This design comes from an exercise in tuning for small area, a short achievable clock period and few clock cycles per item on the open sky130 flow, not from production work. Function was checked by simulation only, so behaviour that the tests miss may differ from the original. Power is estimated from default activity; no workload was simulated.

File: design.v
module lane_sig_unit (
    input  wire        clk,
    input  wire        rst,         
    input  wire        in_valid,
    output wire        in_ready,
    input  wire [1:0]  in_op,       
    input  wire [63:0] in_data,     
    input  wire [63:0] in_aux,      
    output wire        out_valid,
    input  wire        out_ready,
    output wire [63:0] out_data,
    output wire        out_ok
);
    localparam [1:0]  OP_BEGIN  = 2'd0;
    localparam [1:0]  OP_RESULT = 2'd1;
    localparam [1:0]  OP_DECODE = 2'd2;
    localparam [1:0]  OP_END    = 2'd3;
    localparam [17:0] CA  = 18'd58659;
    localparam [17:0] CM  = 18'd58658;
    localparam [17:0] K64 = 18'd24814;    
    function [15:0] ta1;
        input [3:0] v;
        reg [15:0] m;
        begin
            m = 16'h54aa; ta1[0] = m[v];
            m = 16'h66cc; ta1[1] = m[v];
            m = 16'h2c5a; ta1[2] = m[v];
            m = 16'h1dc6; ta1[3] = m[v];
            m = 16'hfc3e; ta1[4] = m[v];
            m = 16'h5754; ta1[5] = m[v];
            m = 16'hcd32; ta1[6] = m[v];
            m = 16'hc30e; ta1[7] = m[v];
            m = 16'h9454; ta1[8] = m[v];
            m = 16'h4d32; ta1[9] = m[v];
            m = 16'h97a4; ta1[10] = m[v];
            m = 16'hb292; ta1[11] = m[v];
            m = 16'h718e; ta1[12] = m[v];
            m = 16'ha4d4; ta1[13] = m[v];
            m = 16'h3918; ta1[14] = m[v];
            m = 16'hc1e0; ta1[15] = m[v];
        end
    endfunction
    function [15:0] tm1;
        input [3:0] v;
        reg [15:0] m;
        begin
            m = 16'haaaa; tm1[0] = m[v];
            m = 16'haa00; tm1[1] = m[v];
            m = 16'h00aa; tm1[2] = m[v];
            m = 16'h6666; tm1[3] = m[v];
            m = 16'hb4b4; tm1[4] = m[v];
            m = 16'h0b5e; tm1[5] = m[v];
            m = 16'h9932; tm1[6] = m[v];
            m = 16'h870e; tm1[7] = m[v];
            m = 16'he632; tm1[8] = m[v];
            m = 16'h610e; tm1[9] = m[v];
            m = 16'h8632; tm1[10] = m[v];
            m = 16'h610e; tm1[11] = m[v];
            m = 16'he0fe; tm1[12] = m[v];
            m = 16'h7932; tm1[13] = m[v];
            m = 16'h81c2; tm1[14] = m[v];
            m = 16'h54a8; tm1[15] = m[v];
        end
    endfunction
    function [15:0] ta2;
        input [3:0] v;
        reg [15:0] m;
        begin
            m = 16'h01fe; ta2[0] = m[v];
            m = 16'h5554; ta2[1] = m[v];
            m = 16'h9866; ta2[2] = m[v];
            m = 16'hb4d2; ta2[3] = m[v];
            m = 16'hd964; ta2[4] = m[v];
            m = 16'h1f86; ta2[5] = m[v];
            m = 16'he1f8; ta2[6] = m[v];
            m = 16'h54aa; ta2[7] = m[v];
            m = 16'hcd98; ta2[8] = m[v];
            m = 16'hc278; ta2[9] = m[v];
            m = 16'h94ac; ta2[10] = m[v];
            m = 16'he6ce; ta2[11] = m[v];
            m = 16'hf8f0; ta2[12] = m[v];
            m = 16'h5454; ta2[13] = m[v];
            m = 16'h3232; ta2[14] = m[v];
            m = 16'h0e0e; ta2[15] = m[v];
        end
    endfunction
    function [15:0] tm2;
        input [3:0] v;
        reg [15:0] m;
        begin
            m = 16'h0000; tm2[0] = m[v];
            m = 16'hd554; tm2[1] = m[v];
            m = 16'hcccc; tm2[2] = m[v];
            m = 16'h3c3c; tm2[3] = m[v];
            m = 16'h03fc; tm2[4] = m[v];
            m = 16'h2aa8; tm2[5] = m[v];
            m = 16'h4cce; tm2[6] = m[v];
            m = 16'hda5a; tm2[7] = m[v];
            m = 16'hec92; tm2[8] = m[v];
            m = 16'h8f1c; tm2[9] = m[v];
            m = 16'h701e; tm2[10] = m[v];
            m = 16'h7fe0; tm2[11] = m[v];
            m = 16'h2aaa; tm2[12] = m[v];
            m = 16'h9998; tm2[13] = m[v];
            m = 16'h8786; tm2[14] = m[v];
            m = 16'h807e; tm2[15] = m[v];
        end
    endfunction
    function [15:0] ta3;
        input [3:0] v;
        reg [15:0] m;
        begin
            m = 16'h0000; ta3[0] = m[v];
            m = 16'haaaa; ta3[1] = m[v];
            m = 16'h6666; ta3[2] = m[v];
            m = 16'hb4b4; ta3[3] = m[v];
            m = 16'hc738; ta3[4] = m[v];
            m = 16'had6a; ta3[5] = m[v];
            m = 16'h9ce6; ta3[6] = m[v];
            m = 16'h7c1e; ta3[7] = m[v];
            m = 16'ha954; ta3[8] = m[v];
            m = 16'h9b32; ta3[9] = m[v];
            m = 16'h2da4; ta3[10] = m[v];
            m = 16'hce38; ta3[11] = m[v];
            m = 16'h0fc0; ta3[12] = m[v];
            m = 16'hf000; ta3[13] = m[v];
            m = 16'h0000; ta3[14] = m[v];
            m = 16'h0000; ta3[15] = m[v];
        end
    endfunction
    function [15:0] tm3;
        input [3:0] v;
        reg [15:0] m;
        begin
            m = 16'h0000; tm3[0] = m[v];
            m = 16'h9554; tm3[1] = m[v];
            m = 16'h2666; tm3[2] = m[v];
            m = 16'h3878; tm3[3] = m[v];
            m = 16'h3f80; tm3[4] = m[v];
            m = 16'hfffe; tm3[5] = m[v];
            m = 16'hc000; tm3[6] = m[v];
            m = 16'h0000; tm3[7] = m[v];
            m = 16'h9554; tm3[8] = m[v];
            m = 16'h8ccc; tm3[9] = m[v];
            m = 16'h43c2; tm3[10] = m[v];
            m = 16'hffc0; tm3[11] = m[v];
            m = 16'h556a; tm3[12] = m[v];
            m = 16'h0cd8; tm3[13] = m[v];
            m = 16'hc3c6; tm3[14] = m[v];
            m = 16'hc03e; tm3[15] = m[v];
        end
    endfunction
    function [15:0] ta4;
        input [3:0] v;
        reg [15:0] m;
        begin
            m = 16'h83e0; ta4[0] = m[v];
            m = 16'hfc00; ta4[1] = m[v];
            m = 16'h83e0; ta4[2] = m[v];
            m = 16'h7fe0; ta4[3] = m[v];
            m = 16'hffe0; ta4[4] = m[v];
            m = 16'hd6aa; ta4[5] = m[v];
            m = 16'h4d86; ta4[6] = m[v];
            m = 16'h6934; ta4[7] = m[v];
            m = 16'h0dd8; ta4[8] = m[v];
            m = 16'h58aa; ta4[9] = m[v];
            m = 16'h4786; ta4[10] = m[v];
            m = 16'hc39e; ta4[11] = m[v];
            m = 16'h6ad4; ta4[12] = m[v];
            m = 16'h5a52; ta4[13] = m[v];
            m = 16'h1084; ta4[14] = m[v];
            m = 16'h6318; ta4[15] = m[v];
        end
    endfunction
    function [15:0] tm4;
        input [3:0] v;
        reg [15:0] m;
        begin
            m = 16'h0000; tm4[0] = m[v];
            m = 16'h5294; tm4[1] = m[v];
            m = 16'h9b26; tm4[2] = m[v];
            m = 16'h1c38; tm4[3] = m[v];
            m = 16'h1fc0; tm4[4] = m[v];
            m = 16'h183e; tm4[5] = m[v];
            m = 16'hb56a; tm4[6] = m[v];
            m = 16'h264c; tm4[7] = m[v];
            m = 16'h6ae4; tm4[8] = m[v];
            m = 16'hb4b6; tm4[9] = m[v];
            m = 16'h95ac; tm4[10] = m[v];
            m = 16'hdef6; tm4[11] = m[v];
            m = 16'h4d92; tm4[12] = m[v];
            m = 16'h911a; tm4[13] = m[v];
            m = 16'h4b48; tm4[14] = m[v];
            m = 16'h38c6; tm4[15] = m[v];
        end
    endfunction
    function [15:0] ta5;
        input [3:0] v;
        reg [15:0] m;
        begin
            m = 16'h4b4a; ta5[0] = m[v];
            m = 16'h38c6; ta5[1] = m[v];
            m = 16'h19de; ta5[2] = m[v];
            m = 16'h5294; ta5[3] = m[v];
            m = 16'hc9b2; ta5[4] = m[v];
            m = 16'h8cc4; ta5[5] = m[v];
            m = 16'hf0f8; ta5[6] = m[v];
            m = 16'h55aa; ta5[7] = m[v];
            m = 16'h872c; ta5[8] = m[v];
            m = 16'had7a; ta5[9] = m[v];
            m = 16'h7d06; ta5[10] = m[v];
            m = 16'h49b4; ta5[11] = m[v];
            m = 16'h2492; ta5[12] = m[v];
            m = 16'h026e; ta5[13] = m[v];
            m = 16'h5554; ta5[14] = m[v];
            m = 16'h9998; ta5[15] = m[v];
        end
    endfunction
    function [15:0] tm5;
        input [3:0] v;
        reg [15:0] m;
        begin
            m = 16'h0000; tm5[0] = m[v];
            m = 16'haaaa; tm5[1] = m[v];
            m = 16'h6666; tm5[2] = m[v];
            m = 16'hb4b4; tm5[3] = m[v];
            m = 16'hc738; tm5[4] = m[v];
            m = 16'h07c0; tm5[5] = m[v];
            m = 16'hf800; tm5[6] = m[v];
            m = 16'haaaa; tm5[7] = m[v];
            m = 16'h6666; tm5[8] = m[v];
            m = 16'h1e1e; tm5[9] = m[v];
            m = 16'hab54; tm5[10] = m[v];
            m = 16'h3398; tm5[11] = m[v];
            m = 16'hc3e0; tm5[12] = m[v];
            m = 16'hfc00; tm5[13] = m[v];
            m = 16'h0000; tm5[14] = m[v];
            m = 16'h0000; tm5[15] = m[v];
        end
    endfunction
    function [15:0] ta6;
        input [3:0] v;
        reg [15:0] m;
        begin
            m = 16'hf83e; ta6[0] = m[v];
            m = 16'h07fe; ta6[1] = m[v];
            m = 16'had6a; ta6[2] = m[v];
            m = 16'h364c; ta6[3] = m[v];
            m = 16'h3870; ta6[4] = m[v];
            m = 16'h6d14; ta6[5] = m[v];
            m = 16'he30c; ta6[6] = m[v];
            m = 16'he0fc; ta6[7] = m[v];
            m = 16'h4d68; ta6[8] = m[v];
            m = 16'h764e; ta6[9] = m[v];
            m = 16'h2ae4; ta6[10] = m[v];
            m = 16'hb4b6; ta6[11] = m[v];
            m = 16'h6d92; ta6[12] = m[v];
            m = 16'hb11a; ta6[13] = m[v];
            m = 16'h6b48; ta6[14] = m[v];
            m = 16'h18c6; ta6[15] = m[v];
        end
    endfunction
    function [15:0] tm6;
        input [3:0] v;
        reg [15:0] m;
        begin
            m = 16'h0000; tm6[0] = m[v];
            m = 16'he1e0; tm6[1] = m[v];
            m = 16'h1fe0; tm6[2] = m[v];
            m = 16'hffe0; tm6[3] = m[v];
            m = 16'hffe0; tm6[4] = m[v];
            m = 16'hb4aa; tm6[5] = m[v];
            m = 16'h6d86; tm6[6] = m[v];
            m = 16'h4934; tm6[7] = m[v];
            m = 16'h6fd8; tm6[8] = m[v];
            m = 16'h9000; tm6[9] = m[v];
            m = 16'he1e0; tm6[10] = m[v];
            m = 16'hb54a; tm6[11] = m[v];
            m = 16'h9326; tm6[12] = m[v];
            m = 16'h6efe; tm6[13] = m[v];
            m = 16'h5554; tm6[14] = m[v];
            m = 16'h9998; tm6[15] = m[v];
        end
    endfunction
    function [15:0] ta7;
        input [3:0] v;
        reg [15:0] m;
        begin
            m = 16'h5554; ta7[0] = m[v];
            m = 16'h9998; ta7[1] = m[v];
            m = 16'h1e1e; ta7[2] = m[v];
            m = 16'hb54a; ta7[3] = m[v];
            m = 16'h266c; ta7[4] = m[v];
            m = 16'h6d24; ta7[5] = m[v];
            m = 16'h49b6; ta7[6] = m[v];
            m = 16'h2492; ta7[7] = m[v];
            m = 16'h1c70; ta7[8] = m[v];
            m = 16'ha95a; ta7[9] = m[v];
            m = 16'h64c8; ta7[10] = m[v];
            m = 16'h1c38; ta7[11] = m[v];
            m = 16'h03f8; ta7[12] = m[v];
            m = 16'h0006; ta7[13] = m[v];
            m = 16'hfffe; ta7[14] = m[v];
            m = 16'hfffe; ta7[15] = m[v];
        end
    endfunction
    function [15:0] tm7;
        input [3:0] v;
        reg [15:0] m;
        begin
            m = 16'h0000; tm7[0] = m[v];
            m = 16'hfffe; tm7[1] = m[v];
            m = 16'h0000; tm7[2] = m[v];
            m = 16'haaaa; tm7[3] = m[v];
            m = 16'h6666; tm7[4] = m[v];
            m = 16'he1e0; tm7[5] = m[v];
            m = 16'h1fe0; tm7[6] = m[v];
            m = 16'h554a; tm7[7] = m[v];
            m = 16'hccd8; tm7[8] = m[v];
            m = 16'h9692; tm7[9] = m[v];
            m = 16'h18e2; tm7[10] = m[v];
            m = 16'he0fc; tm7[11] = m[v];
            m = 16'h55aa; tm7[12] = m[v];
            m = 16'h3398; tm7[13] = m[v];
            m = 16'h0f86; tm7[14] = m[v];
            m = 16'h007e; tm7[15] = m[v];
        end
    endfunction
    function [15:0] ta8;
        input [3:0] v;
        reg [15:0] m;
        begin
            m = 16'he07e; ta8[0] = m[v];
            m = 16'h1ffe; ta8[1] = m[v];
            m = 16'h1f80; ta8[2] = m[v];
            m = 16'he000; ta8[3] = m[v];
            m = 16'haaaa; ta8[4] = m[v];
            m = 16'h2cb2; ta8[5] = m[v];
            m = 16'hcf3c; ta8[6] = m[v];
            m = 16'ha56a; ta8[7] = m[v];
            m = 16'hd632; ta8[8] = m[v];
            m = 16'h4d16; ta8[9] = m[v];
            m = 16'h89da; ta8[10] = m[v];
            m = 16'hbb36; ta8[11] = m[v];
            m = 16'h870e; ta8[12] = m[v];
            m = 16'hca2a; ta8[13] = m[v];
            m = 16'ha698; ta8[14] = m[v];
            m = 16'h6186; ta8[15] = m[v];
        end
    endfunction
    function [15:0] tm8;
        input [3:0] v;
        reg [15:0] m;
        begin
            m = 16'h0000; tm8[0] = m[v];
            m = 16'h5554; tm8[1] = m[v];
            m = 16'h6666; tm8[2] = m[v];
            m = 16'h7878; tm8[3] = m[v];
            m = 16'h7f80; tm8[4] = m[v];
            m = 16'hd554; tm8[5] = m[v];
            m = 16'h6666; tm8[6] = m[v];
            m = 16'hd2d2; tm8[7] = m[v];
            m = 16'h649a; tm8[8] = m[v];
            m = 16'h871c; tm8[9] = m[v];
            m = 16'h52b4; tm8[10] = m[v];
            m = 16'h318c; tm8[11] = m[v];
            m = 16'hf07c; tm8[12] = m[v];
            m = 16'hf002; tm8[13] = m[v];
            m = 16'h0ffe; tm8[14] = m[v];
            m = 16'hfffe; tm8[15] = m[v];
        end
    endfunction
    function [15:0] ta9;
        input [3:0] v;
        reg [15:0] m;
        begin
            m = 16'h4d92; ta9[0] = m[v];
            m = 16'h6924; ta9[1] = m[v];
            m = 16'h6900; ta9[2] = m[v];
            m = 16'hc3aa; ta9[3] = m[v];
            m = 16'h8dcc; ta9[4] = m[v];
            m = 16'hbc62; ta9[5] = m[v];
            m = 16'h9b26; ta9[6] = m[v];
            m = 16'h2db4; ta9[7] = m[v];
            m = 16'h2900; ta9[8] = m[v];
            m = 16'h2900; ta9[9] = m[v];
            m = 16'hce38; ta9[10] = m[v];
            m = 16'h4252; ta9[11] = m[v];
            m = 16'hd936; ta9[12] = m[v];
            m = 16'h8a9c; ta9[13] = m[v];
            m = 16'h4672; ta9[14] = m[v];
            m = 16'h94a4; ta9[15] = m[v];
        end
    endfunction
    function [15:0] tm9;
        input [3:0] v;
        reg [15:0] m;
        begin
            m = 16'h0000; tm9[0] = m[v];
            m = 16'h1e1e; tm9[1] = m[v];
            m = 16'h1fe0; tm9[2] = m[v];
            m = 16'he000; tm9[3] = m[v];
            m = 16'h0000; tm9[4] = m[v];
            m = 16'hb4b4; tm9[5] = m[v];
            m = 16'hd926; tm9[6] = m[v];
            m = 16'h1e38; tm9[7] = m[v];
            m = 16'h01de; tm9[8] = m[v];
            m = 16'h4b4a; tm9[9] = m[v];
            m = 16'h8c72; tm9[10] = m[v];
            m = 16'hbb36; tm9[11] = m[v];
            m = 16'h2da4; tm9[12] = m[v];
            m = 16'hd026; tm9[13] = m[v];
            m = 16'haa8c; tm9[14] = m[v];
            m = 16'h6662; tm9[15] = m[v];
        end
    endfunction
    function [15:0] ta10;
        input [3:0] v;
        reg [15:0] m;
        begin
            m = 16'h0fc0; ta10[0] = m[v];
            m = 16'h5aaa; ta10[1] = m[v];
            m = 16'hc9a6; ta10[2] = m[v];
            m = 16'hc79e; ta10[3] = m[v];
            m = 16'hc07e; ta10[4] = m[v];
            m = 16'h303e; ta10[5] = m[v];
            m = 16'ha554; ta10[6] = m[v];
            m = 16'h9332; ta10[7] = m[v];
            m = 16'h80ce; ta10[8] = m[v];
            m = 16'h703e; ta10[9] = m[v];
            m = 16'h003e; ta10[10] = m[v];
            m = 16'ha554; ta10[11] = m[v];
            m = 16'h3998; ta10[12] = m[v];
            m = 16'h648a; ta10[13] = m[v];
            m = 16'h492c; ta10[14] = m[v];
            m = 16'h8e30; ta10[15] = m[v];
        end
    endfunction
    function [15:0] tm10;
        input [3:0] v;
        reg [15:0] m;
        begin
            m = 16'h0000; tm10[0] = m[v];
            m = 16'he1e0; tm10[1] = m[v];
            m = 16'h1fe0; tm10[2] = m[v];
            m = 16'h554a; tm10[3] = m[v];
            m = 16'h998c; tm10[4] = m[v];
            m = 16'h0010; tm10[5] = m[v];
            m = 16'h0000; tm10[6] = m[v];
            m = 16'haaaa; tm10[7] = m[v];
            m = 16'h2d2c; tm10[8] = m[v];
            m = 16'h857a; tm10[9] = m[v];
            m = 16'h7d06; tm10[10] = m[v];
            m = 16'h49b4; tm10[11] = m[v];
            m = 16'h2492; tm10[12] = m[v];
            m = 16'h026e; tm10[13] = m[v];
            m = 16'h5554; tm10[14] = m[v];
            m = 16'h9998; tm10[15] = m[v];
        end
    endfunction
    function [15:0] ta11;
        input [3:0] v;
        reg [15:0] m;
        begin
            m = 16'h94b4; ta11[0] = m[v];
            m = 16'h4d92; ta11[1] = m[v];
            m = 16'hfd90; ta11[2] = m[v];
            m = 16'h573a; ta11[3] = m[v];
            m = 16'h3376; ta11[4] = m[v];
            m = 16'h3110; ta11[5] = m[v];
            m = 16'h3110; ta11[6] = m[v];
            m = 16'h9bba; ta11[7] = m[v];
            m = 16'he3c2; ta11[8] = m[v];
            m = 16'hc21c; ta11[9] = m[v];
            m = 16'h9754; ta11[10] = m[v];
            m = 16'h8f2c; ta11[11] = m[v];
            m = 16'h2a56; ta11[12] = m[v];
            m = 16'h0d86; ta11[13] = m[v];
            m = 16'h5aac; ta11[14] = m[v];
            m = 16'hc662; ta11[15] = m[v];
        end
    endfunction
    function [15:0] tm11;
        input [3:0] v;
        reg [15:0] m;
        begin
            m = 16'h0000; tm11[0] = m[v];
            m = 16'hf83e; tm11[1] = m[v];
            m = 16'hffc0; tm11[2] = m[v];
            m = 16'haaaa; tm11[3] = m[v];
            m = 16'h6666; tm11[4] = m[v];
            m = 16'he620; tm11[5] = m[v];
            m = 16'he620; tm11[6] = m[v];
            m = 16'he620; tm11[7] = m[v];
            m = 16'h1e1e; tm11[8] = m[v];
            m = 16'hf9c0; tm11[9] = m[v];
            m = 16'h5294; tm11[10] = m[v];
            m = 16'h9b26; tm11[11] = m[v];
            m = 16'hb692; tm11[12] = m[v];
            m = 16'h231a; tm11[13] = m[v];
            m = 16'h6948; tm11[14] = m[v];
            m = 16'h18c6; tm11[15] = m[v];
        end
    endfunction
    function [15:0] ta12;
        input [3:0] v;
        reg [15:0] m;
        begin
            m = 16'hce18; ta12[0] = m[v];
            m = 16'hf0e0; ta12[1] = m[v];
            m = 16'h9bb2; ta12[2] = m[v];
            m = 16'h4996; ta12[3] = m[v];
            m = 16'h388e; ta12[4] = m[v];
            m = 16'hc966; ta12[5] = m[v];
            m = 16'h381e; ta12[6] = m[v];
            m = 16'h07fe; ta12[7] = m[v];
            m = 16'hcee6; ta12[8] = m[v];
            m = 16'h3e1e; ta12[9] = m[v];
            m = 16'h654c; ta12[10] = m[v];
            m = 16'hd2da; ta12[11] = m[v];
            m = 16'h31c6; ta12[12] = m[v];
            m = 16'h6b8c; ta12[13] = m[v];
            m = 16'h1842; ta12[14] = m[v];
            m = 16'had94; ta12[15] = m[v];
        end
    endfunction
    function [15:0] tm12;
        input [3:0] v;
        reg [15:0] m;
        begin
            m = 16'h0000; tm12[0] = m[v];
            m = 16'h9554; tm12[1] = m[v];
            m = 16'h8ccc; tm12[2] = m[v];
            m = 16'hd696; tm12[3] = m[v];
            m = 16'he718; tm12[4] = m[v];
            m = 16'h92b4; tm12[5] = m[v];
            m = 16'h718c; tm12[6] = m[v];
            m = 16'hf07c; tm12[7] = m[v];
            m = 16'h9aa8; tm12[8] = m[v];
            m = 16'h7664; tm12[9] = m[v];
            m = 16'h31e2; tm12[10] = m[v];
            m = 16'hcfe0; tm12[11] = m[v];
            m = 16'h554a; tm12[12] = m[v];
            m = 16'h0cd8; tm12[13] = m[v];
            m = 16'hc3c6; tm12[14] = m[v];
            m = 16'hc03e; tm12[15] = m[v];
        end
    endfunction
    function [15:0] hA;
        input [3:0] v;
        reg [15:0] m;
        begin
            m = 16'h54aa; hA[0] = m[v];
            m = 16'h66cc; hA[1] = m[v];
            m = 16'h2c5a; hA[2] = m[v];
            m = 16'h1dc6; hA[3] = m[v];
            m = 16'hfc3e; hA[4] = m[v];
            m = 16'h5754; hA[5] = m[v];
            m = 16'hcd32; hA[6] = m[v];
            m = 16'hc30e; hA[7] = m[v];
            m = 16'h9454; hA[8] = m[v];
            m = 16'h4d32; hA[9] = m[v];
            m = 16'h97a4; hA[10] = m[v];
            m = 16'hb292; hA[11] = m[v];
            m = 16'h718e; hA[12] = m[v];
            m = 16'ha4d4; hA[13] = m[v];
            m = 16'h3918; hA[14] = m[v];
            m = 16'hc1e0; hA[15] = m[v];
        end
    endfunction
    function [15:0] hM;
        input [3:0] v;
        reg [15:0] m;
        begin
            m = 16'h0000; hM[0] = m[v];
            m = 16'h54aa; hM[1] = m[v];
            m = 16'h3266; hM[2] = m[v];
            m = 16'h0e1e; hM[3] = m[v];
            m = 16'h01fe; hM[4] = m[v];
            m = 16'hab54; hM[5] = m[v];
            m = 16'h9932; hM[6] = m[v];
            m = 16'h870e; hM[7] = m[v];
            m = 16'hd454; hM[8] = m[v];
            m = 16'h4d32; hM[9] = m[v];
            m = 16'h97a4; hM[10] = m[v];
            m = 16'hb292; hM[11] = m[v];
            m = 16'h718e; hM[12] = m[v];
            m = 16'ha4d4; hM[13] = m[v];
            m = 16'h3918; hM[14] = m[v];
            m = 16'hc1e0; hM[15] = m[v];
        end
    endfunction
    reg        rdy;
    reg        v0;
    reg [1:0]  op0;
    reg [63:0] x0, a0;
    reg        v1, v2, v3, v4;
    reg [1:0]  op1, op2, op3, op4;
    reg [19:0] sa1, sb1;
    reg [15:0] lo1, lo2;
    reg        wf1, wf2;
    reg [16:0] vp2;
    reg [15:0] vr3;
    reg        wrap3;
    reg [15:0] rho4;
    reg [47:0] n_q;
    reg [15:0] dm_q;      
    reg [15:0] e_q;       
    reg [15:0] g_q;       
    reg [63:0] sS;        
    reg        sc;
    reg        xs, xmv;
    reg [63:0] xr;
    reg [16:0] xm;
    reg [2:0]  ds;
    reg        dmv;
    reg [16:0] dmm;
    reg [3:0]  dcnt;
    reg [47:0] ddvd;
    reg [15:0] drem;
    reg        dsgn;
    reg [1:0]  dk;
    reg        dok;
    reg [1:0]  es;
    reg [4:0]  ecnt;
    reg [63:0] ek;
    reg [63:0] eacc;
    reg [47:0] end_n;
    reg [63:0] outq;
    reg        okq;
    reg        ov;
    wire is_beg0 = (op0 == OP_BEGIN);
    wire [15:0] lk1 = is_beg0 ? tm1(x0[3:0]) : ta1(x0[19:16]);
    wire [15:0] lk2 = is_beg0 ? tm2(x0[7:4]) : ta2(x0[23:20]);
    wire [15:0] lk3 = is_beg0 ? tm3(x0[11:8]) : ta3(x0[27:24]);
    wire [15:0] lk4 = is_beg0 ? tm4(x0[15:12]) : ta4(x0[31:28]);
    wire [15:0] lk5 = is_beg0 ? tm5(x0[19:16]) : ta5(x0[35:32]);
    wire [15:0] lk6 = is_beg0 ? tm6(x0[23:20]) : ta6(x0[39:36]);
    wire [15:0] lk7 = is_beg0 ? tm7(x0[27:24]) : ta7(x0[43:40]);
    wire [15:0] lk8 = is_beg0 ? tm8(x0[31:28]) : ta8(x0[47:44]);
    wire [15:0] lk9 = is_beg0 ? tm9(x0[35:32]) : ta9(x0[51:48]);
    wire [15:0] lk10 = is_beg0 ? tm10(x0[39:36]) : ta10(x0[55:52]);
    wire [15:0] lk11 = is_beg0 ? tm11(x0[43:40]) : ta11(x0[59:56]);
    wire [15:0] lk12 = is_beg0 ? tm12(x0[47:44]) : ta12(x0[63:60]);
    wire [19:0] t0 = is_beg0 ? 20'd0 : {4'd0, x0[15:0]};
    wire [19:0] t1 = {4'd0, lk1};
    wire [19:0] t2 = {4'd0, lk2};
    wire [19:0] t3 = {4'd0, lk3};
    wire [19:0] t4 = {4'd0, lk4};
    wire [19:0] t5 = {4'd0, lk5};
    wire [19:0] t6 = {4'd0, lk6};
    wire [19:0] t7 = {4'd0, lk7};
    wire [19:0] t8 = {4'd0, lk8};
    wire [19:0] t9 = {4'd0, lk9};
    wire [19:0] t10 = {4'd0, lk10};
    wire [19:0] t11 = {4'd0, lk11};
    wire [19:0] t12 = {4'd0, lk12};
    wire [19:0] rc_0_0s = t0 ^ t1 ^ t2;
    wire [19:0] rc_0_0m = (t0 & t1) | (t0 & t2) | (t1 & t2);
    wire [19:0] rc_0_0c = {rc_0_0m[18:0], 1'b0};
    wire [19:0] rc_0_1s = t3 ^ t4 ^ t5;
    wire [19:0] rc_0_1m = (t3 & t4) | (t3 & t5) | (t4 & t5);
    wire [19:0] rc_0_1c = {rc_0_1m[18:0], 1'b0};
    wire [19:0] rc_0_2s = t6 ^ t7 ^ t8;
    wire [19:0] rc_0_2m = (t6 & t7) | (t6 & t8) | (t7 & t8);
    wire [19:0] rc_0_2c = {rc_0_2m[18:0], 1'b0};
    wire [19:0] rc_0_3s = t9 ^ t10 ^ t11;
    wire [19:0] rc_0_3m = (t9 & t10) | (t9 & t11) | (t10 & t11);
    wire [19:0] rc_0_3c = {rc_0_3m[18:0], 1'b0};
    wire [19:0] rc_1_0s = rc_0_0s ^ rc_0_0c ^ rc_0_1s;
    wire [19:0] rc_1_0m = (rc_0_0s & rc_0_0c) | (rc_0_0s & rc_0_1s) | (rc_0_0c & rc_0_1s);
    wire [19:0] rc_1_0c = {rc_1_0m[18:0], 1'b0};
    wire [19:0] rc_1_1s = rc_0_1c ^ rc_0_2s ^ rc_0_2c;
    wire [19:0] rc_1_1m = (rc_0_1c & rc_0_2s) | (rc_0_1c & rc_0_2c) | (rc_0_2s & rc_0_2c);
    wire [19:0] rc_1_1c = {rc_1_1m[18:0], 1'b0};
    wire [19:0] rc_1_2s = rc_0_3s ^ rc_0_3c ^ t12;
    wire [19:0] rc_1_2m = (rc_0_3s & rc_0_3c) | (rc_0_3s & t12) | (rc_0_3c & t12);
    wire [19:0] rc_1_2c = {rc_1_2m[18:0], 1'b0};
    wire [19:0] rc_2_0s = rc_1_0s ^ rc_1_0c ^ rc_1_1s;
    wire [19:0] rc_2_0m = (rc_1_0s & rc_1_0c) | (rc_1_0s & rc_1_1s) | (rc_1_0c & rc_1_1s);
    wire [19:0] rc_2_0c = {rc_2_0m[18:0], 1'b0};
    wire [19:0] rc_2_1s = rc_1_1c ^ rc_1_2s ^ rc_1_2c;
    wire [19:0] rc_2_1m = (rc_1_1c & rc_1_2s) | (rc_1_1c & rc_1_2c) | (rc_1_2s & rc_1_2c);
    wire [19:0] rc_2_1c = {rc_2_1m[18:0], 1'b0};
    wire [19:0] rc_3_0s = rc_2_0s ^ rc_2_0c ^ rc_2_1s;
    wire [19:0] rc_3_0m = (rc_2_0s & rc_2_0c) | (rc_2_0s & rc_2_1s) | (rc_2_0c & rc_2_1s);
    wire [19:0] rc_3_0c = {rc_3_0m[18:0], 1'b0};
    wire [19:0] rc_4_0s = rc_3_0s ^ rc_3_0c ^ rc_2_1c;
    wire [19:0] rc_4_0m = (rc_3_0s & rc_3_0c) | (rc_3_0s & rc_2_1c) | (rc_3_0c & rc_2_1c);
    wire [19:0] rc_4_0c = {rc_4_0m[18:0], 1'b0};
    wire [19:0] csa_a = rc_4_0s;
    wire [19:0] csa_b = rc_4_0c;
    wire        is_beg1 = (op1 == OP_BEGIN);
    wire [19:0] v_sum = sa1 + sb1;
    wire [15:0] v_hi  = is_beg1 ? hM(v_sum[19:16]) : hA(v_sum[19:16]);
    wire [16:0] vp    = {1'b0, v_sum[15:0]} + {1'b0, v_hi};
    wire        is_beg2 = (op2 == OP_BEGIN);
    wire [17:0] md1  = is_beg2 ? CM : CA;
    wire [17:0] md2  = is_beg2 ? (CM * 2) : (CA * 2);
    wire [17:0] vq1  = {1'b0, vp2} - md1;
    wire [17:0] vq2  = {1'b0, vp2} - md2;
    wire [15:0] vr   = !vq2[17] ? vq2[15:0] : !vq1[17] ? vq1[15:0] : vp2[15:0];
    wire        wrap = wf2 && (lo2 <= dm_q);
    wire [16:0] zc   = {1'b0, vr3} + {1'b0, wrap3 ? g_q : e_q};
    wire [17:0] zc1  = {1'b0, zc} - CA;
    wire [15:0] rho  = zc1[17] ? zc[15:0] : zc1[15:0];
    wire [15:0] e_new = CM[15:0] - dm_q;
    wire [16:0] g_sub = {1'b0, K64[15:0] - 16'd1} - {1'b0, dm_q};
    wire [15:0] g_new = g_sub[16] ? (g_sub[15:0] + CA[15:0]) : g_sub[15:0];
    wire [63:0] f0 = {sS[23:0], 38'd0, 2'b11};    
    wire [63:0] f1 = sS << 9;
    wire [63:0] f2 = ~(sS << 6);
    wire [63:0] f3 = ~(sS << 4);
    wire [63:0] f4 = sS << 2;
    wire [63:0] f5 = ~sS;
    wire [63:0] f6 = {16'd0, sc ? 16'd435 : 16'd0, 16'd0, rho4};
    wire [63:0] fc_0_0s = f0 ^ f1 ^ f2;
    wire [63:0] fc_0_0m = (f0 & f1) | (f0 & f2) | (f1 & f2);
    wire [63:0] fc_0_0c = {fc_0_0m[62:0], 1'b0};
    wire [63:0] fc_0_1s = f3 ^ f4 ^ f5;
    wire [63:0] fc_0_1m = (f3 & f4) | (f3 & f5) | (f4 & f5);
    wire [63:0] fc_0_1c = {fc_0_1m[62:0], 1'b0};
    wire [63:0] fc_1_0s = fc_0_0s ^ fc_0_0c ^ fc_0_1s;
    wire [63:0] fc_1_0m = (fc_0_0s & fc_0_0c) | (fc_0_0s & fc_0_1s) | (fc_0_0c & fc_0_1s);
    wire [63:0] fc_1_0c = {fc_1_0m[62:0], 1'b0};
    wire [63:0] fc_2_0s = fc_1_0s ^ fc_1_0c ^ fc_0_1c;
    wire [63:0] fc_2_0m = (fc_1_0s & fc_1_0c) | (fc_1_0s & fc_0_1c) | (fc_1_0c & fc_0_1c);
    wire [63:0] fc_2_0c = {fc_2_0m[62:0], 1'b0};
    wire [63:0] fc_3_0s = fc_2_0s ^ fc_2_0c ^ f6;
    wire [63:0] fc_3_0m = (fc_2_0s & fc_2_0c) | (fc_2_0s & f6) | (fc_2_0c & f6);
    wire [63:0] fc_3_0c = {fc_3_0m[62:0], 1'b0};
    wire [63:0] fa_ = fc_3_0s;
    wire [63:0] fb_ = fc_3_0c;
    wire [32:0] flo = {1'b0, fa_[31:0]} + {1'b0, fb_[31:0]};
    wire [31:0] fhi = fa_[63:32] + fb_[63:32];
    wire [63:0] s_res = {sS[63:32] + {31'd0, sc}, sS[31:0]};
    function [17:0] dstep;      
        input [15:0] r;
        input [1:0]  d;
        reg [17:0] x;
        reg [18:0] t1, t2, t3;
        begin
            x  = {r, d};
            t1 = {1'b0, x} - {1'b0, CA};
            t2 = {1'b0, x} - {CA, 1'b0};
            t3 = {1'b0, x} - ({1'b0, CA} + {CA, 1'b0});
            if (!t3[18])      dstep = {2'd3, t3[15:0]};
            else if (!t2[18]) dstep = {2'd2, t2[15:0]};
            else if (!t1[18]) dstep = {2'd1, t1[15:0]};
            else              dstep = {2'd0, x[15:0]};
        end
    endfunction
    wire [17:0] ds1 = dstep(drem, ddvd[47:46]);
    wire [17:0] ds2 = dstep(ds1[15:0], ddvd[45:44]);
    wire        mark2 = v2 && (op2 == OP_DECODE);
    wire [16:0] mnew  = {1'b0, lo2} + {1'b0, dm_q} + 17'd1;
    wire        dwrap  = drem[15] && (drem[14:0] == 15'd0) && (ddvd[47:17] == 31'd0) &&
                         ({ddvd[16:0]} < dmm);
    wire        dneg   = drem[15] && !dwrap;
    wire [17:0] dd     = {1'b0, dmm} - {2'b0, drem};         
    wire        dd_pos = !dd[17] && (dd != 18'd0);
    wire        dd_gt1 = !dd[17] && (dd > {1'b0, CA[16:0]});
    wire        dd_gt2 = !dd[17] && (dd > {CA[16:0], 1'b0});
    wire [63:0] dq     = {{16{dsgn}}, ddvd};
    wire [2:0]  dq_lo  = {1'b0, dq[1:0]} - {1'b0, dk};
    wire [61:0] dq_hi  = dq[63:2] - {61'd0, dq_lo[2]};
    wire [63:0] eprod = eacc + (ek & {64{end_n[0]}}) + ((ek << 1) & {64{end_n[1]}});
    wire fire = in_valid && rdy;
    wire take = ov && out_ready;
    function go_ok;
        input [1:0] f_op;
        input       f_b1;      
        input       f_b2;      
        input       f_b3;      
        input       f_xs;
        input [2:0] f_ds;
        input [1:0] f_es;
        input       f_ov;
        case (f_op)
            OP_BEGIN:  go_ok = !f_b1 && !f_b2 && !f_b3;
            OP_RESULT: go_ok = 1'b1;
            OP_DECODE: go_ok = !f_xs || (f_ds == 3'd0);
            default:   go_ok = (f_es == 2'd0) && (f_ds == 3'd0) && !f_xs && !f_ov;
        endcase
    endfunction
    wire go0 = v0 && go_ok(op0, v1 && (op1 == OP_BEGIN), v2 && (op2 == OP_BEGIN), v3 && (op3 == OP_BEGIN),
                           xs, ds, es, ov);
    wire s0_free = !v0 || go0;
    wire end_rel   = go0 && (op0 == OP_END);
    wire dec_rel   = go0 && (op0 == OP_DECODE);
    wire xfer_x    = (ds == 3'd0) && xs;                  
    wire load_s0   = (ds == 3'd0) && !xs && dec_rel;      
    wire dec_xfer  = (ds == 3'd4) && !ov && (es == 2'd0);
    wire m_to_div  = mark2 && (((ds == 3'd1) && !dmv) || (xfer_x && !xmv));
    wire m_to_x    = mark2 && !m_to_div;
    reg       xs_n;
    reg [2:0] ds_n;
    reg [1:0] es_n;
    reg       ov_n;
    always @* begin
        xs_n = xs;
        if (dec_rel && !load_s0)             xs_n = 1'b1;
        else if (xfer_x)                     xs_n = 1'b0;
        ds_n = ds;
        case (ds)
            3'd0: if (xfer_x || load_s0)     ds_n = 3'd1;
            3'd1: if (dmv)                   ds_n = 3'd2;
            3'd2: if (dcnt == 4'd11)         ds_n = 3'd3;
            3'd3:                            ds_n = 3'd4;
            default: if (dec_xfer)           ds_n = 3'd0;
        endcase
        es_n = es;
        if (end_rel)                         es_n = 2'd1;
        else if ((es == 2'd1) && (ecnt == 5'd23)) es_n = 2'd2;
        else if (es == 2'd2)                 es_n = 2'd3;
        else if ((es == 2'd3) && take)       es_n = 2'd0;
        ov_n = (ov && !out_ready) || dec_xfer || (es == 2'd2);
    end
    wire [1:0] nop   = fire ? in_op : op0;
    wire       nhold = fire || (v0 && !go0);
    wire       rdy_n = !nhold || go_ok(nop, go0 && (op0 == OP_BEGIN), v1 && (op1 == OP_BEGIN), v2 && (op2 == OP_BEGIN),
                                       xs_n, ds_n, es_n, ov_n);
    always @(posedge clk) begin
        if (s0_free) begin
            op0 <= in_op;
            x0  <= in_data;
            a0  <= in_aux;
        end
        op1 <= op0;
        sa1 <= csa_a;
        sb1 <= csa_b;
        lo1 <= (op0 == OP_DECODE) ? a0[15:0] : x0[15:0];
        wf1 <= x0[63] && (x0[62:16] == 47'd0);
        op2 <= op1;
        vp2 <= vp;
        lo2 <= lo1;
        wf2 <= wf1;
        op3 <= op2;
        vr3 <= vr;
        wrap3 <= wrap;
        op4 <= op3;
        rho4 <= rho;
        if (dec_rel)
            xr <= x0;
        if (m_to_x)
            xm <= mnew;
        if (load_s0) begin
            {drem, ddvd} <= x0;
        end else if (xfer_x) begin
            {drem, ddvd} <= xr;
        end else if (ds == 3'd1) begin
            if (dmv) begin
                drem <= drem - (dneg ? 16'd6877 : 16'd0);
                dsgn <= dneg;
            end
        end else if (ds == 3'd2) begin
            drem <= ds2[15:0];
            ddvd <= {ddvd[43:0], ds1[17:16], ds2[17:16]};
        end
        if (ds == 3'd1)
            dcnt <= 4'd0;
        else
            dcnt <= dcnt + 4'd1;
        if (xfer_x)
            dmm <= xmv ? xm : mnew;
        else if (m_to_div)
            dmm <= mnew;
        if (ds == 3'd3) begin
            dk  <= dd_gt2 ? 2'd3 : dd_gt1 ? 2'd2 : dd_pos ? 2'd1 : 2'd0;
            dok <= (dd == 18'd0) || (dd == {1'b0, CA[16:0]}) || (dd == {CA[16:0], 1'b0});
        end
        if (end_rel) begin
            ek    <= x0;
            eacc  <= a0;
            end_n <= n_q;
            ecnt  <= 5'd0;
        end else begin
            ek    <= ek << 2;
            eacc  <= eprod;
            end_n <= end_n >> 2;
            ecnt  <= ecnt + 5'd1;
        end
        if (v4 && (op4 == OP_END))
            outq <= s_res;
        else if (dec_xfer)
            outq <= {dq_hi, dq_lo[1:0]};
        if (dec_xfer)
            okq <= dok;
        else if (es == 2'd2)
            okq <= (eacc == outq);
        if (rst) begin
            rdy  <= 1'b1;
            v0   <= 1'b0;
            v1   <= 1'b0;
            v2   <= 1'b0;
            v3   <= 1'b0;
            v4   <= 1'b0;
            xs   <= 1'b0;
            xmv  <= 1'b0;
            dmv  <= 1'b0;
            ds   <= 3'd0;
            es   <= 2'd0;
            ov   <= 1'b0;
            n_q  <= 48'd0;
            sS   <= 64'd0;
            sc   <= 1'b0;
            dm_q <= 16'd0;
            e_q  <= CM[15:0];
            g_q  <= K64[15:0] - 16'd1;
        end else begin
            rdy <= rdy_n;
            if (rdy)
                v0 <= in_valid;
            else if (go0)
                v0 <= 1'b0;
            v1 <= go0;
            v2 <= v1;
            v3 <= v2;
            v4 <= v3;
            xs <= xs_n;
            if (m_to_x)
                xmv <= 1'b1;
            else if (dec_rel)
                xmv <= 1'b0;
            if (load_s0)
                dmv <= 1'b0;
            else if (xfer_x)
                dmv <= xmv || mark2;
            else if (m_to_div)
                dmv <= 1'b1;
            ds <= ds_n;
            es <= es_n;
            ov <= ov_n;
            if (go0 && (op0 == OP_BEGIN))
                n_q <= x0[47:0];
            if (v2 && is_beg2)
                dm_q <= vr;
            if (v3 && (op3 == OP_BEGIN)) begin
                e_q <= e_new;
                g_q <= g_new;
            end
            if (v4) begin
                if (op4 == OP_BEGIN) begin
                    sS <= {16'd0, n_q};
                    sc <= 1'b0;
                end else if (op4 == OP_RESULT) begin
                    sS <= {fhi, flo[31:0]};
                    sc <= flo[32];
                end
            end
        end
    end
    assign in_ready  = rdy;
    assign out_valid = ov;
    assign out_data  = outq;
    assign out_ok    = okq;
endmodule
File: run.sh
#!/bin/bash
# synth_recipe.tcl (not shown) runs the flow's synth.tcl, then flattens the netlist and writes it again
# the make line also repeats each setting of config.mk as NAME=value (left out here)
make -C /OpenROAD-flow-scripts/flow DESIGN_CONFIG=/design/flow/config.mk WORK_HOME=/design/flow/orfs CLKGATE_MAP_FILE= SYNTH_SCRIPT=/design/flow/synth_recipe.tcl finish
File: config.mk
export PLATFORM = sky130hd
export DESIGN_NAME = lane_sig_unit
export DESIGN_NICKNAME = lane_sig_unit
export VERILOG_FILES = /design/flow/design.v
export SDC_FILE = /design/flow/constraint.sdc
export NUM_CORES = 4
export LEC_CHECK = 0
export CAP_MARGIN = 20
export CORE_MARGIN = 2
export CORE_UTILIZATION = 40
export PLACE_DENSITY = 0.6
export SLEW_MARGIN = 20
File: constraint.sdc
create_clock -name core_clock -period 12.0 [get_ports {clk}]
set_input_delay 2.4000 -clock core_clock [delete_from_list [all_inputs] [get_ports {clk}]]
set_output_delay 2.4000 -clock core_clock [all_outputs]
set_load 0.01 [all_outputs]
==> summary.txt <==
==> through the flow <==
stage / total power [mW] / setup slack, ns / hold slack, ns / utilization (%) / instances
after floorplan: 9.58 / 6.04 / 0.310 / - / 7766
after global placement: 12.0 / 5.33 / 0.312 / 42.6 / 9882
after detailed placement: 12.0 / 5.26 / 0.312 / 42.6 / 9882
after CTS: 15.2 / 5.21 / 0.299 / 44.7 / 10100
after global routing: 16.4 / 4.18 / 0.298 / 44.7 / 10100
final: 15.2 / 5.21 / 0.299 / 44.7 / 10100
==> placed cells by master (no fill, tap or decap), drive strengths merged, types with 127 or more instances in the layout <==
cell type	count
a21oi	610
and2	152
clkbuf	127
clkdlybuf4s50	199
dfxtp	489
edfxtp	361
fa	455
ha	485
inv	737
nand2	945
nor2	616
o21ai	474
xnor2	262
xor2	179
==> cell families (layout without fill, tap and decap cells) <==
group	Yosys count	after routing	synth area share (%)
AND/OR/NAND/NOR	2361	2361	15.8
other	0	7	0
buffers and inverters	1141	1227	6.36
AO/OA/AOI/OAI	1951	1951	18.1
XOR/XNOR	441	441	5.68
multiplexers	81	81	1.38
adder cells (fa/ha/maj)	941	941	22.3
flip-flops	850	850	30.4
==> sequential cells by signal, summed over array words and instances (netlist names), 19 cells and up <==
| signal | cells |
|---|---|
| ek | 64 |
| outq | 64 |
| eacc | 64 |
| sS | 64 |
| n_q | 48 |
| xr | 64 |
| end_n | 48 |
| ddvd | 48 |
| sa1 | 19 |
| x0 | 64 |
| a0 | 64 |
==> layout make-up <==
type	instances	area, um^2
Antenna cell	7	17.5
Inverter	739	2770
Timing Repair Buffer	300	2760
Clock inverter	61	701
Clock buffer	127	2770
Fill cell	16500	93500
Tap cell	2218	2780
Multi-Input combinational cell	5775	43100
Sequential cell	850	20600
==> power by group through the flow <==
stage,Sequential [mW],Clock [mW],Combinational [mW]
3_5_place_dp,4.10,0,7.86
2_1_floorplan,3.80,0,5.78
6_report,4.05,3.22,7.90
4_1_cts,4.05,3.27,7.92
3_3_place_gp,4.10,0,7.86
5_1_grt,4.07,3.38,8.95
==> path summary, 6_finish.rpt <==
path	from	endpoint	slack [ns]	cells past startpoint
min	lo1[0]	lo2[0]	0.30	0
min reg2reg	lo1[0]	lo2[0]	0.30	0
max	sb1[2]	vp2[16]	5.21	35
max reg2reg	sb1[2]	vp2[16]	5.21	35
==> critical path: cells and delay by family (launching register included) <==
kind                       cells  cell delay, ns
AOI/OAI and AO/OA             21            3.77
adders and majority gates      5            1.46
buffers and inverters          5            0.64
and+or+nand+nor                4            0.48
DFF                            1            0.32
==> routing by layer <==
| layer | global-route usage (%) | wire length [um] | part of all wire (%) | up-vias |
|---|---|---|---|---|
| li1 | - | - | - | 26800 |
| met1 | 40.8 | 111000 | 42 | 28400 |
| met2 | 43.6 | 111000 | 43 | 2567 |
| met3 | 6.25 | 24100 | 9.2 | 462 |
| met4 | 15.0 | 15400 | 5.9 | 10 |
| met5 | 0 | 77 | 0.029 | - |
==> results.json <==
{
  "cp_max_fo": 13,
  "viasPerCell": 5.78,
  "vias": 58200,
  "cts_inserted_buffers": 100,
  "ctsHtreeMaxLevel": 3,
  "post_cts_buffers": 0,
  "synth.largest_area_cell": "edfxtp_1",
  "root_buffer": "clkbuf_16",
  "critPathSlowestCell": "fa_1",
  "power_density_mw_per_mm2": 201,
  "dp_hpwl_mm": 208,
  "drtIter0Drc": 7041,
  "leakage_nw": 31.6,
  "finalCriticalPeriod_ns": 6.79,
  "cts_hold_buf": 0,
  "ir_worst_vdd_mv": 0.318,
  "area_growth_pct": 11.2,
  "clock.fmax_mhz": 147,
  "core-area_mm2": 0.169,
  "grt_max_degree": 119,
  "grt_pass1_vias": 55000,
  "fin_setup_tns_ns": 0,
  "required_ns": 12.62,
  "syn_area_mm2": 0.0680,
  "ant_nets": 0,
  "synth_ff_type": "dfxtp_1",
  "cts_num_sinks": 850,
  "insertion_delay_ns": 0.77,
  "grt_usage_pct": 29.6,
  "slowest_delay_ns": 0.42,
  "p_int_mw": 8.58,
  "ys_seq_elements": 850,
  "port-buffer-count": 200,
  "placed_area_mm2": 0.0721,
  "drive_gt1_share_pct": 4.84,
  "die-area_mm2": 0.173,
  "status": "complete, no violations",
  "maxSlewHeadroom_pct": 20.7,
  "antenna_found_initial": 22,
  "synthTopCellsByCount": "nand2_1 (945), inv_1 (731), nor2_1 (616)",
  "post_cts_resized": 0,
  "grt_overflow": 0,
  "yosysSeqAreaShare_pct": 30.4,
  "wl_per_cell_um": 26.0,
  "p_sw_share_pct": 43.4,
  "drc_errors": 0,
  "power_frac_clock_pct": 21.3,
  "synth_top_cell_area_share_pct": 16.0,
  "switchingPower_mw": 6.59,
  "setup_viol": 0,
  "routabilityCongestion": 1.02,
  "routed_wl_mm": 262,
  "rows": 151,
  "crit_type": "reg -> reg",
  "cts_tree": "done",
  "synth-edff-count": 361,
  "ys_types": 96,
  "yosysWarnings": 1,
  "synth.avg_cell_area_um2": 8.75,
  "synthCells": 7766,
  "crit_path_end_kind": "flip-flop",
  "die-height_um": 416,
  "start_util_pct": 40.2,
  "nets": 8840,
  "firstDrtPassIters": 6,
  "final_max_slew_viol_count": 0,
  "cts_buffer_depth": 3,
  "io_pins": 201,
  "synthTopCellsByArea": "edfxtp_1 (16%), dfxtp_1 (14%), fa_1 (13%), ha_1 (8.9%), nand2_1 (5.2%)",
  "p_comb_share_pct": 52.1,
  "hold_class": "reg -> reg",
  "fp.dieW_um": 416,
  "final_area_mm2": 0.0756,
  "clock-skew-final_ns": 0.0804,
  "clk_pin_slew_ns": 0.06,
  "max_cap_viol_count": 0,
  "seqPwrFrac_pct": 26.7,
  "min_period_over_period_pct": 56.5,
  "startpoint_type": "flip-flop",
  "worstMarginPinSlew_ns": 1.18,
  "grt_pass1_wl_mm": 377,
  "rsz0062_at_grt": "false",
  "synth_nets": 8840,
  "hold_viol": 0,
  "cp_common_cell": "o21ai_0",
  "ys_async_sr_fraction_pct": 0,
  "critPathArrivalTime_ns": 7.40,
  "synth.most_common_cell": "nand2_1"
}
Testbench counts, summed over its fixed seeds: cycles 1,880, results 1,536.

==> what the ideal ports hide <==
The results above use ideal ports. As a check the final layout listed here was re-extracted and re-timed, cells and wires unchanged.
Step 1 (the two cells are an assumption about what drives the block):
set clk [get_ports {clk}]
set_driving_cell -lib_cell sky130_fd_sc_hd__clkbuf_16 $clk
set_driving_cell -lib_cell sky130_fd_sc_hd__buf_2 [delete_from_list [all_inputs] $clk]
Step 2, shift: input delay + t, output delay - t, t = (earliest + latest rising clock arrival at the registers) / 2. This alone moves slack from input paths to output paths.
Slacks: ideal ports / drivers / drivers and shift; pairs: ideal ports / drivers.
t (ns): 0.819
setup WS [ns]: 5.215 / 5.215 / 5.215
worst setup path after step 2: register to register
worst register clock-pin slew, ns: 0.07 / 0.07
After both steps setup and hold are still met in this run. For this run, drivers alone change the setup slack by 0.000 ns; drivers and shift together by 0.000 ns.
